This design comes from an exercise in tuning for small area, a short achievable clock period and few clock cycles on the open sky130 flow, not from production work. RTL that was checked went through simulation tests only; none was proved equivalent to the original.

==> flow/design.v (excerpt) <==
module qb_crc #(
    parameter integer K = 2                 
) (
    input  wire         clk,
    input  wire         rst,
    input  wire         in_valid,
    output wire         in_ready,
    input  wire [31:0]  in_crc,
    input  wire [511:0] in_data,
    input  wire [63:0]  in_mask,
    output reg          out_valid,
    output reg  [31:0]  out_crc
);
==> module qb_crc, before the edit <==
module qb_crc #(
    parameter integer K = 2                 
) (
    input  wire         clk,
    input  wire         rst,
    input  wire         in_valid,
    output wire         in_ready,
    input  wire [31:0]  in_crc,
    input  wire [511:0] in_data,
    input  wire [63:0]  in_mask,
    output reg          out_valid,
    output reg  [31:0]  out_crc
);
    localparam [31:0] POLY = 32'h82F6_3B78;
    localparam integer N  = (64 + K - 1) / K;  
    localparam integer CW = (N > 32) ? 6 : (N > 16) ? 5 : (N > 8) ? 4 : (N > 4) ? 3 : (N > 2) ? 2 : 1;
    function [31:0] crc_byte(input [31:0] c_in, input [7:0] b);
        reg [31:0] c;
        integer t;
        begin
            c = c_in ^ {24'd0, b};
            for (t = 0; t < 8; t = t + 1)
                c = (c >> 1) ^ (POLY & {32{c[0]}});
            crc_byte = c;
        end
    endfunction
    reg [CW-1:0]  cnt;                      
    reg           rdy;                      
    reg [8*K-1:0] dreg;
    reg [K-1:0]   mreg;
    reg           v1, last1;
    assign in_ready = rdy | !in_valid;
    wire [8*K*N-1:0] dpad = in_data;
    wire [K*N-1:0]   mpad = in_mask;
    reg [8*K-1:0] dsel;
    reg [K-1:0]   msel;
    integer q;
    always @(*) begin
        dsel = {8*K{1'b0}};
        msel = {K{1'b0}};
        for (q = 0; q < N; q = q + 1)
            if (cnt == q) begin
                dsel = dsel | dpad[q*8*K +: 8*K];
                msel = msel | mpad[q*K +: K];
            end
    end
    reg [N-1:0]  nz, cand;
    reg [CW-1:0] nxt;
    integer i;
    always @(*) begin
        for (i = 0; i < N; i = i + 1) begin
            nz[i]   = |mpad[i*K +: K];
            cand[i] = nz[i] && (i > cnt);
        end
        nxt = cnt + 1'b1;
        for (i = N - 1; i >= 0; i = i - 1)
            if (cand[i]) nxt = i;
    end
    wire last_next = ((cand & (cand - 1'b1)) == {N{1'b0}});
    always @(posedge clk) begin
        dreg  <= dsel;
        mreg  <= msel & {K{in_valid}};      
        last1 <= rdy;
        if (rst) begin
            cnt <= {CW{1'b0}};
            rdy <= 1'b0;
            v1  <= 1'b0;
        end else begin
            v1 <= in_valid;
            if (in_valid) begin
                cnt <= rdy ? {CW{1'b0}} : nxt;
                rdy <= !rdy && last_next;
            end
        end
    end
    reg [31:0] crc;
    reg [31:0] c;
    integer j;
    always @(*) begin
        c = crc;
        for (j = 0; j < K; j = j + 1)
            if (mreg[j]) c = crc_byte(c, dreg[8*j +: 8]);
    end
    always @(posedge clk) begin
        crc     <= (cnt == {CW{1'b0}}) ? in_crc : c;
        out_crc <= c;
        if (rst) out_valid <= 1'b0;
        else     out_valid <= v1 & last1;
    end
endmodule
==> flow/config.mk <==
export PLATFORM = sky130hd
export DESIGN_NAME = qb_crc
export DESIGN_NICKNAME = qb_crc
export VERILOG_FILES = /design/flow/design.v
export SDC_FILE = /design/flow/constraint.sdc
export NUM_CORES = 4
export LEC_CHECK = 0
export CAP_MARGIN = 20
export CORE_AREA = 10 10 290 290
export DIE_AREA = 0 0 300 300
export SLEW_MARGIN = 20
==> flow/constraint.sdc <==
create_clock -name core_clock -period 10.0 [get_ports {clk}]
set_input_delay 2.0000 -clock core_clock [delete_from_list [all_inputs] [get_ports {clk}]]
set_output_delay 2.0000 -clock core_clock [all_outputs]
set_load 0.01 [all_outputs]
standard.sh (not shown) runs the stock make flow with config.mk's settings and CLKGATE_MAP_FILE= SYNTH_SCRIPT=/design/flow/synth_recipe.tcl, a recipe that flattens the netlist after the stock synthesis.
==> flow/flow/run.sh <==
#!/bin/bash
# Standard layout, with each port buffered by a buf_1 instead of ORFS's default
# port buffer cell. Extra ORFS settings come from flow/extra.env.
set -euo pipefail
export BUFFER_PORTS_ARGS="-buffer_cell sky130_fd_sc_hd__buf_1"
if [[ -f flow/extra.env ]]; then set -a; source flow/extra.env; set +a; fi
bash standard.sh > standard_make.log 2>&1
==> flow/flow/extra.env <==
SETUP_SLACK_MARGIN=6
Next try:
--- a/flow/design.v
+++ b/flow/design.v
@@ -1,8 +1,8 @@
 module qb_crc #(
-    parameter integer K = 2                 
+    parameter integer K = 3                 
 ) (
     input  wire         clk,
     input  wire         rst,
     input  wire         in_valid,
     output wire         in_ready,
     input  wire [31:0]  in_crc,
The new run finished clean.
First-iteration DRC count climbs by roughly a tenth.
Register-to-register slack gets worse by 0.60 ns.
Worst hold slack improved by 0.0039 ns.
Design area goes up by a quarter to a third.
Worst setup slack got worse by 0.38 ns.
Routed wire length goes up by a few percent.
Testbench counts after the change, summed over its fixed seeds: cycles 46,056.
For the first run of this note, only the layout was checked, not whether the RTL still works.

* * *

Another version of the RTL of qb_crc (not shown whole).
Size in the first run: roughly 1,100 cells after synthesis, roughly 110 flip-flops, roughly 13,000 um2 of cells after synthesis.
==> module qb_crc, before the edit <==
module qb_crc #(
    parameter integer K = 4                 
) (
    input  wire         clk,
    input  wire         rst,
    input  wire         in_valid,
    output wire         in_ready,
    input  wire [31:0]  in_crc,
    input  wire [511:0] in_data,
    input  wire [63:0]  in_mask,
    output reg          out_valid,
    output wire [31:0]  out_crc
);
    localparam [31:0] POLY = 32'h82F6_3B78;
    localparam integer N  = 64 / K;         
    localparam integer CW = $clog2(N);
    function [31:0] crc_byte(input [31:0] c_in, input [7:0] b);
        reg [31:0] c;
        integer t;
        begin
            c = c_in ^ {24'd0, b};
            for (t = 0; t < 8; t = t + 1)
                c = (c >> 1) ^ (POLY & {32{c[0]}});
            crc_byte = c;
        end
    endfunction
    reg [CW-1:0]  cnt;
    reg           rdy;
    reg [8*K-1:0] dreg;
    reg [K-1:0]   mreg;
    reg [31:0]    creg;
    reg           v1, first1, last1;
    assign in_ready = rdy;
    wire [8*K-1:0] dsel = in_data[cnt*8*K +: 8*K];
    wire [K-1:0]   msel = in_mask[cnt*K +: K];
    always @(posedge clk) begin
        dreg <= dsel;
        mreg <= msel;
        creg <= in_crc;
        first1 <= (cnt == {CW{1'b0}});
        last1  <= rdy;
        if (rst) begin
            cnt <= {CW{1'b0}};
            rdy <= 1'b0;
            v1  <= 1'b0;
        end else begin
            v1 <= in_valid;
            if (in_valid) begin
                cnt <= cnt + 1'b1;
                rdy <= (cnt == N - 2);
            end
        end
    end
    reg [31:0] crc;
    assign out_crc = crc;
    reg [31:0] c;
    integer j;
    always @(*) begin
        c = first1 ? creg : crc;
        for (j = 0; j < K; j = j + 1)
            if (mreg[j]) c = crc_byte(c, dreg[8*j +: 8]);
    end
    always @(posedge clk) begin
        if (v1) crc <= c;
        if (rst) out_valid <= 1'b0;
        else     out_valid <= v1 & last1;
    end
endmodule
clock: 10.0 ns
lec_check: 0
cap_margin: 20
core_area: 10 10 290 290
die_area: 0 0 300 300
slew_margin: 20
run.sh (not shown) runs the stock make flow with config.mk's settings and CLKGATE_MAP_FILE= SYNTH_SCRIPT=/design/flow/synth_recipe.tcl, a recipe that flattens the netlist after the stock synthesis.
Stock flow here: none of the scripts above is used.
Edit:
--- a/flow/design.v
+++ b/flow/design.v
@@ -1,6 +1,6 @@
 module qb_crc #(
-    parameter integer K = 4                 
+    parameter integer K = 2                 
 ) (
     input  wire         clk,
     input  wire         rst,
     input  wire         in_valid,
=> The changed run passed the timing, design-rule and antenna checks. Wire length goes down by about a fifth. Flip-flop and latch count decreases by 17. Sequential share of layout area climbs by 0.35 points. Setup slack improves by 3.1 ns. Via count drops by a quarter to a third.
Function was not checked in any run of this note: the RTL went through the layout flow alone.

* * *

The RTL this note starts from:
==> flow/design.v <==
module qb_crc #(
    parameter integer K = 3                 
) (
    input  wire         clk,
    input  wire         rst,
    input  wire         in_valid,
    output wire         in_ready,
    input  wire [31:0]  in_crc,
    input  wire [511:0] in_data,
    input  wire [63:0]  in_mask,
    output reg          out_valid,
    output reg  [31:0]  out_crc
);
    localparam [31:0] POLY = 32'h82F6_3B78;
    localparam integer N  = (64 + K - 1) / K;  
    localparam integer CW = (N > 32) ? 6 : (N > 16) ? 5 : (N > 8) ? 4 : (N > 4) ? 3 : (N > 2) ? 2 : 1;
    function [31:0] crc_byte(input [31:0] c_in, input [7:0] b);
        reg [31:0] c;
        integer t;
        begin
            c = c_in ^ {24'd0, b};
            for (t = 0; t < 8; t = t + 1)
                c = (c >> 1) ^ (POLY & {32{c[0]}});
            crc_byte = c;
        end
    endfunction
    function [31:0] tbl(input [7:0] x);
        integer t;
        begin
            tbl = 32'd0;
            for (t = 0; t < 8; t = t + 1)
                if (x[t]) tbl = tbl ^ crc_byte(32'd0, 8'd1 << t);
        end
    endfunction
    reg [CW-1:0]  cnt;                      
    reg           rdy;                      
    reg [8*K-1:0] dreg;
    reg [K-1:0]   mreg;
    reg           acc1;                     
    assign in_ready = rdy | !in_valid;
    wire [8*K*N-1:0] dpad = in_data;
    wire [K*N-1:0]   mpad = in_mask;
    reg [8*K-1:0] dsel;
    reg [K-1:0]   msel;
    integer q;
    always @(*) begin
        dsel = {8*K{1'b0}};
        msel = {K{1'b0}};
        for (q = 0; q < N; q = q + 1)
            if (cnt == q) begin
                dsel = dsel | dpad[q*8*K +: 8*K];
                msel = msel | mpad[q*K +: K];
            end
    end
    reg [N-1:0]  nz, cand;
    reg [CW-1:0] nxt;
    integer i;
    always @(*) begin
        for (i = 0; i < N; i = i + 1) begin
            nz[i]   = |mpad[i*K +: K];
            cand[i] = nz[i] && (i > cnt);
        end
        nxt = cnt + 1'b1;
        for (i = N - 1; i >= 0; i = i - 1)
            if (cand[i]) nxt = i;
    end
    wire last_next = ((cand & (cand - 1'b1)) == {N{1'b0}});
    always @(posedge clk) begin
        dreg  <= dsel;
        mreg  <= msel & {K{in_valid}};      
        if (rst) begin
            cnt <= {CW{1'b0}};
            rdy <= 1'b0;
            acc1 <= 1'b0;
        end else begin
            acc1 <= in_valid & rdy;
            if (in_valid) begin
                cnt <= rdy ? {CW{1'b0}} : nxt;
                rdy <= !rdy && last_next;
            end
        end
    end
    reg [31:0] crc;
    reg [31:0] c;
    reg [7:0]  x;
    integer j;
    always @(*) begin
        c = crc;
        x = crc[7:0] ^ dreg[7:0];
        for (j = 0; j < K; j = j + 1) begin
            if (mreg[j]) c = ({8'd0, c[31:8]}) ^ tbl(x);
            if (j + 1 < K) x = c[7:0] ^ dreg[8*(j+1) +: 8];
        end
    end
    always @(posedge clk) begin
        crc     <= (cnt == {CW{1'b0}}) ? in_crc : c;
        out_crc <= c;
        if (rst) out_valid <= 1'b0;
        else     out_valid <= acc1;
    end
endmodule
clock: 10.0 ns
lec_check: 0
cap_margin: 20
core_area: 10 10 290 290
die_area: 0 0 300 300
slew_margin: 20
standard.sh (not shown) runs the stock make flow with config.mk's settings and CLKGATE_MAP_FILE= SYNTH_SCRIPT=/design/flow/synth_recipe.tcl, a recipe that flattens the netlist after the stock synthesis.
==> flow/flow/extra.env <==
SETUP_SLACK_MARGIN=5
Scripts as last shown in full above: flow/flow/run.sh
Edit:
==> flow/design.v (replaced) <==
module qb_crc #(
    parameter integer K = 4                 
) (
    input  wire         clk,
    input  wire         rst,
    input  wire         in_valid,
    output wire         in_ready,
    input  wire [31:0]  in_crc,
    input  wire [511:0] in_data,
    input  wire [63:0]  in_mask,
    output reg          out_valid,
    output reg  [31:0]  out_crc
);
    localparam [31:0] POLY = 32'h82F6_3B78;
    localparam integer N  = 64 / K;         
    localparam integer CW = $clog2(N);
    function [31:0] crc_byte(input [31:0] c_in, input [7:0] b);
        reg [31:0] c;
        integer t;
        begin
            c = c_in ^ {24'd0, b};
            for (t = 0; t < 8; t = t + 1)
                c = (c >> 1) ^ (POLY & {32{c[0]}});
            crc_byte = c;
        end
    endfunction
    reg [CW-1:0]  cnt;                      
    reg           rdy;                      
    reg [8*K-1:0] dreg;
    reg [K-1:0]   mreg;
    reg           v1, last1;
    assign in_ready = rdy | !in_valid;
    wire [8*K-1:0] dsel = in_data[cnt*8*K +: 8*K];
    wire [K-1:0]   msel = in_mask[cnt*K +: K];
    reg [N-1:0]  nz, cand;
    reg [CW-1:0] nxt;
    integer i;
    always @(*) begin
        for (i = 0; i < N; i = i + 1) begin
            nz[i]   = |in_mask[i*K +: K];
            cand[i] = nz[i] && (i > cnt);
        end
        nxt = cnt + 1'b1;
        for (i = N - 1; i >= 0; i = i - 1)
            if (cand[i]) nxt = i;
    end
    wire last_next = ((cand & (cand - 1'b1)) == {N{1'b0}});
    always @(posedge clk) begin
        dreg  <= dsel;
        mreg  <= msel;
        last1 <= rdy;
        if (rst) begin
            cnt <= {CW{1'b0}};
            rdy <= 1'b0;
            v1  <= 1'b0;
        end else begin
            v1 <= in_valid;
            if (in_valid && !rdy) begin
                cnt <= nxt;
                rdy <= last_next;
            end else begin
                cnt <= {CW{1'b0}};
                rdy <= 1'b0;
            end
        end
    end
    reg [31:0] crc;
    reg [31:0] c;
    integer j;
    always @(*) begin
        c = crc;
        for (j = 0; j < K; j = j + 1)
            if (mreg[j]) c = crc_byte(c, dreg[8*j +: 8]);
    end
    always @(posedge clk) begin
        crc     <= (cnt == {CW{1'b0}}) ? in_crc : c;
        out_crc <= c;
        if (rst) out_valid <= 1'b0;
        else     out_valid <= v1 & last1;
    end
endmodule
Die area stays the same.
Via count goes up by a few percent.
Count of clock-buffer cells in the layout goes up by 1.
First-iteration DRC count goes down by well over a third.
Utilization goes up by 7.2 points.
Design area goes up by well over a third.
Synthesized cell count goes up by about a fifth.
Routed wire length goes down by about a fifth.
Critical path depth goes up by 15.
Sequential share of layout area goes down by 2.5 points.
No run of this note included a check of the RTL's function; only the layout flow was run.

* * *

Setup of the reference run:
RTL: one of the versions met above, not the one the previous note started from.
Size: about 690 cells after synthesis, about 92 flip-flops, roughly 650 I/O pins, about 0.010 sq mm of cells after synthesis.
==> module qb_crc, before the edit <==
module qb_crc #(
    parameter integer K = 2                 
) (
    input  wire         clk,
    input  wire         rst,
    input  wire         in_valid,
    output wire         in_ready,
    input  wire [31:0]  in_crc,
    input  wire [511:0] in_data,
    input  wire [63:0]  in_mask,
    output reg          out_valid,
    output wire [31:0]  out_crc
);
    localparam [31:0] POLY = 32'h82F6_3B78;
    localparam integer N  = 64 / K;         
    localparam integer CW = $clog2(N);
    function [31:0] crc_byte(input [31:0] c_in, input [7:0] b);
        reg [31:0] c;
        integer t;
        begin
            c = c_in ^ {24'd0, b};
            for (t = 0; t < 8; t = t + 1)
                c = (c >> 1) ^ (POLY & {32{c[0]}});
            crc_byte = c;
        end
    endfunction
    reg [CW-1:0]  cnt;
    reg           rdy;
    reg [8*K-1:0] dreg;
    reg [K-1:0]   mreg;
    reg [31:0]    creg;
    reg           v1, first1, last1;
    assign in_ready = rdy;
    wire [8*K-1:0] dsel = in_data[cnt*8*K +: 8*K];
    wire [K-1:0]   msel = in_mask[cnt*K +: K];
    always @(posedge clk) begin
        dreg <= dsel;
        mreg <= msel;
        creg <= in_crc;
        first1 <= (cnt == {CW{1'b0}});
        last1  <= rdy;
        if (rst) begin
            cnt <= {CW{1'b0}};
            rdy <= 1'b0;
            v1  <= 1'b0;
        end else begin
            v1 <= in_valid;
            if (in_valid) begin
                cnt <= cnt + 1'b1;
                rdy <= (cnt == N - 2);
            end
        end
    end
    reg [31:0] crc;
    assign out_crc = crc;
    reg [31:0] c;
    integer j;
    always @(*) begin
        c = first1 ? creg : crc;
        for (j = 0; j < K; j = j + 1)
            if (mreg[j]) c = crc_byte(c, dreg[8*j +: 8]);
    end
    always @(posedge clk) begin
        if (v1) crc <= c;
        if (rst) out_valid <= 1'b0;
        else     out_valid <= v1 & last1;
    end
endmodule
make LEC_CHECK=0 CAP_MARGIN=20 CORE_AREA='10 10 290 290' DIE_AREA='0 0 300 300' SETUP_SLACK_MARGIN=5 SLEW_MARGIN=20 finish   # period 10.0 ns
run.sh (not shown) runs the stock make flow with config.mk's settings and CLKGATE_MAP_FILE= SYNTH_SCRIPT=/design/flow/synth_recipe.tcl, a recipe that flattens the netlist after the stock synthesis.
Stock flow here: none of the scripts above is used.
The reference run closes out successfully: all stages finished, all timing, DRC and antenna checks passed.
Input changes introduced in the trial run (baseline for comparison: the reference run):
==> flow/design.v <==
module qb_crc #(
    parameter integer K = 4                 
) (
    input  wire         clk,
    input  wire         rst,
    input  wire         in_valid,
    output wire         in_ready,
    input  wire [31:0]  in_crc,
    input  wire [511:0] in_data,
    input  wire [63:0]  in_mask,
    output reg          out_valid,
    output reg  [31:0]  out_crc
);
    localparam [31:0] POLY = 32'h82F6_3B78;
    localparam integer N  = 64 / K;         
    localparam integer CW = $clog2(N);
    function [31:0] crc_byte(input [31:0] c_in, input [7:0] b);
        reg [31:0] c;
        integer t;
        begin
            c = c_in ^ {24'd0, b};
            for (t = 0; t < 8; t = t + 1)
                c = (c >> 1) ^ (POLY & {32{c[0]}});
            crc_byte = c;
        end
    endfunction
    reg [CW-1:0]  cnt;                      
    reg           rdy;                      
    reg [8*K-1:0] dreg;
    reg [K-1:0]   mreg;
    reg           v1, last1;
    assign in_ready = rdy | !in_valid;
    wire [8*K-1:0] dsel = in_data[cnt*8*K +: 8*K];
    wire [K-1:0]   msel = in_mask[cnt*K +: K];
    reg [N-1:0]  nz, cand;
    reg [CW-1:0] nxt;
    integer i;
    always @(*) begin
        for (i = 0; i < N; i = i + 1) begin
            nz[i]   = |in_mask[i*K +: K];
            cand[i] = nz[i] && (i > cnt);
        end
        nxt = cnt + 1'b1;
        for (i = N - 1; i >= 0; i = i - 1)
            if (cand[i]) nxt = i;
    end
    wire last_next = ((cand & (cand - 1'b1)) == {N{1'b0}});
    always @(posedge clk) begin
        dreg  <= dsel;
        mreg  <= msel;
        last1 <= rdy;
        if (rst) begin
            cnt <= {CW{1'b0}};
            rdy <= 1'b0;
            v1  <= 1'b0;
        end else begin
            v1 <= in_valid;
            if (in_valid && !rdy) begin
                cnt <= nxt;
                rdy <= last_next;
            end else begin
                cnt <= {CW{1'b0}};
                rdy <= 1'b0;
            end
        end
    end
    reg [31:0] crc;
    reg [31:0] c;
    integer j;
    always @(*) begin
        c = crc;
        for (j = 0; j < K; j = j + 1)
            if (mreg[j]) c = crc_byte(c, dreg[8*j +: 8]);
    end
    always @(posedge clk) begin
        crc     <= (cnt == {CW{1'b0}}) ? in_crc : c;
        out_crc <= c;
        if (rst) out_valid <= 1'b0;
        else     out_valid <= v1 & last1;
    end
endmodule
## What came out
- Of the reference run and the trial run, the lower layout buffer count excluding clock buffers belongs to the reference run.
- Going from the reference run to the trial run, number of buffers added for setup after CTS rose by 144, area growth from synthesis to layout rose by 1.5 points.
- Taking the reference run as the reference, in the trial run count of state elements after synthesis grew by about 17%; final standard cell area without fillers grew by about 40%; via count grew by 5,743; synthesized cell count grew by 703.
No functional check of the RTL was part of any run of this note.

==> re-timing with driven ports <==
In the flow no input, the clock included, has a driving cell. The finished layouts below were timed again as built, in two steps. Step 1: set_driving_cell puts a clkbuf_16 on clk and a buf_2 on each other input, an assumption about the parent block. Step 2 moves the port delays by t, midway between the first and last clock arrival at a register: inputs arrive t later, outputs are due t later. That takes back most of the time a late clock gives input paths. a / b / c = no drivers / after step 1 / after step 2; a / b = the first two.
run	t (ns)	slack for setup (ns)	hold WS [ns]
the first run of note 1	0.413	5.736 / 5.682 / 5.538	0.422 / 0.422 / 0.422
the second run of note 1	0.427	5.359 / 5.359 / 5.359	0.426 / 0.426 / 0.426
the first run of note 2	0.459	2.137 / 2.137 / 2.137	0.394 / 0.394 / 0.394
the second run of note 2	0.393	5.279 / 5.279 / 5.279	0.391 / 0.391 / 0.391
the first run of note 3	0.421	5.133 / 5.095 / 5.095	0.447 / 0.447 / 0.447
the second run of note 3	0.444	4.071 / 4.071 / 4.071	0.374 / 0.374 / 0.374
the reference run	0.393	5.255 / 5.255 / 5.255	0.388 / 0.388 / 0.388
the trial run	0.449	3.974 / 3.974 / 3.974	0.375 / 0.375 / 0.375
After both steps every run listed still meets setup and hold. The setup slack of the first run of note 1, which loses most, moves by -0.054 ns with the drivers and by -0.198 ns with both steps.
